Background: an optimization exercise with open tools, aiming at small area, a short achievable clock period and few clock cycles per item. Do not read the settings as production practice. Function was checked by simulation only, so behaviour that the tests miss may differ from the original.

sierra:
// sx_tag_engine
module sx_tag_engine (
  input  wire         clk,
  input  wire         rst,         
  input  wire         start,
  output wire         ready,
  input  wire [127:0] key,
  input  wire [63:0]  uid,
  input  wire [15:0]  acmd,
  input  wire [31:0]  acnt,
  input  wire [15:0]  alen,
  input  wire [63:0]  atag,
  input  wire         in_valid,
  output wire         in_ready,
  input  wire [15:0]  in_data,
  output reg          done,
  output wire [63:0]  tag,
  output wire         match
);
==> flow/config.mk <==
export PLATFORM = sky130hd
export DESIGN_NAME = sx_tag_engine
export DESIGN_NICKNAME = sx_tag_engine
export VERILOG_FILES = /design/flow/design.v
export SDC_FILE = /design/flow/constraint.sdc
export NUM_CORES = 8
export LEC_CHECK = 0
export CAP_MARGIN = 10
export CELL_PAD_IN_SITES_DETAIL_PLACEMENT = 1
export CORE_MARGIN = 2
export CORE_UTILIZATION = 30
export PLACE_DENSITY = 0.5
export SETUP_SLACK_MARGIN = 2.5
export SLEW_MARGIN = 10
export SYNTH_HIERARCHICAL = 1
export SYNTH_MINIMUM_KEEP_SIZE = 0
==> flow/constraint.sdc <==
create_clock -name core_clock -period 8.0 [get_ports {clk}]
set_input_delay 1.6000 -clock core_clock [delete_from_list [all_inputs] [get_ports {clk}]]
set_output_delay 1.6000 -clock core_clock [all_outputs]
set_load 0.01 [all_outputs]
standard.sh (not shown) runs the stock make flow with config.mk's settings and CLKGATE_MAP_FILE= SYNTH_SCRIPT=/design/flow/synth_recipe.tcl, a recipe that flattens the netlist after the stock synthesis.
==> flow/flow/run.sh <==
#!/bin/bash
# The standard layout (standard.sh), with one change: the port buffers that
# global placement adds are sky130_fd_sc_hd__buf_1 instead of the delay buffer
# buffer_ports picks by itself.  The whole output goes to standard.log here.
set -euo pipefail
export BUFFER_PORTS_ARGS="-buffer_cell sky130_fd_sc_hd__buf_1"
bash standard.sh > standard.log 2>&1
Testbench counts of sierra, summed over its fixed seeds: cycles 13,264, items 256.
The following lists how violet was set up differently from sierra:
--- a/flow/config.mk
+++ b/flow/config.mk
@@ -7,3 +7,3 @@
 export LEC_CHECK = 0
-export CAP_MARGIN = 10
+export CAP_MARGIN = 20
 export CELL_PAD_IN_SITES_DETAIL_PLACEMENT = 1
@@ -11,5 +11,7 @@
 export CORE_UTILIZATION = 30
+export CTS_CLUSTER_DIAMETER = 80
+export CTS_CLUSTER_SIZE = 20
 export PLACE_DENSITY = 0.5
 export SETUP_SLACK_MARGIN = 2.5
-export SLEW_MARGIN = 10
+export SLEW_MARGIN = 20
 export SYNTH_HIERARCHICAL = 1
Results
Post-layout minimum cycle time up 0.070 ns in violet wrt sierra
[compare] base=sierra new=violet: non-clock buffer total of the final layout fell by 1.1%; hold slack flat; wire length did not really move.
Relative to violet, the following input files were edited for indigo:
--- a/flow/config.mk
+++ b/flow/config.mk
@@ -11,4 +11,2 @@
 export CORE_UTILIZATION = 30
-export CTS_CLUSTER_DIAMETER = 80
-export CTS_CLUSTER_SIZE = 20
 export PLACE_DENSITY = 0.5
Findings:
- Between indigo and violet, it is indigo whose clock network area share is higher, by 0.69 points.
- Between violet and indigo, the wire length on met3 is higher for violet.
- Side by side, cell count turned out higher in indigo than in violet.
- indigo against violet: violation count after the first detailed-route iteration fell by 3.4%; sum of met2 wire segment lengths after detailed routing shows no meaningful change; post-synthesis net count held steady.
- Final layout net count across violet and indigo: no real change.
- As of indigo, non-clock buffer count had risen slightly compared to violet.

* * *

Starting RTL as in the previous note.
clock: 8.0 ns
lec_check: 0
cap_margin: 20
cell_pad_in_sites_detail_placement: 1
core_margin: 2
core_utilization: 30
place_density: 0.5
setup_slack_margin: 2.25
slew_margin: 20
synth_hierarchical: 1
synth_minimum_keep_size: 0
Scripts as last shown in full above: flow/flow/run.sh
Testbench counts at the start, summed over its fixed seeds: cycles 13,264, items 256.
==> next run, changes <==
--- a/flow/config.mk
+++ b/flow/config.mk
@@ -11,4 +11,5 @@
 export CORE_UTILIZATION = 30
+export CTS_CLUSTER_SIZE = 18
 export PLACE_DENSITY = 0.5
-export SETUP_SLACK_MARGIN = 2.25
+export SETUP_SLACK_MARGIN = 2.5
 export SLEW_MARGIN = 20
After rerunning: The changed run finished with timing, DRC and antenna clean; area after synthesis stays the same; final area increases by 3.3%; clock skew increases by 0.0056 ns.

==> port drivers added, routing unchanged <==
The results above use ideal ports. As a check the final layouts listed here were re-extracted and re-timed, cells and wires unchanged. Step 1 (the two cells are an assumption about what drives the block):
set clk [get_ports {clk}]
set_driving_cell -lib_cell sky130_fd_sc_hd__clkbuf_16 $clk
set_driving_cell -lib_cell sky130_fd_sc_hd__buf_2 [delete_from_list [all_inputs] $clk]
Step 2 also shifts input and output timing later by t, the mid clock arrival at the registers, as if the neighbouring blocks saw the same clock. a / b / c = ideal ports / drivers / drivers and shift; a / b = the first two.
run	shift t [ns]	slack for setup (ns)	hold WS [ns]	worst data-port slew with drivers (ns)
sierra	0.776	2.576 / 2.576 / 2.147	0.513 / 0.513 / 0.513	0.26
violet	0.739	2.506 / 2.506 / 2.246	0.515 / 0.515 / 0.515	0.25
indigo	0.796	2.548 / 2.548 / 2.179	0.511 / 0.511 / 0.511	0.26
the first run of note 2	0.791	2.280 / 2.280 / 2.194	0.513 / 0.513 / 0.513	0.27
the second run of note 2	0.796	2.548 / 2.548 / 2.179	0.511 / 0.511 / 0.511	0.26
After both steps setup and hold are still met in every run listed. For sierra, which loses most, drivers alone change the setup slack by 0.000 ns; drivers and shift together by -0.429 ns.
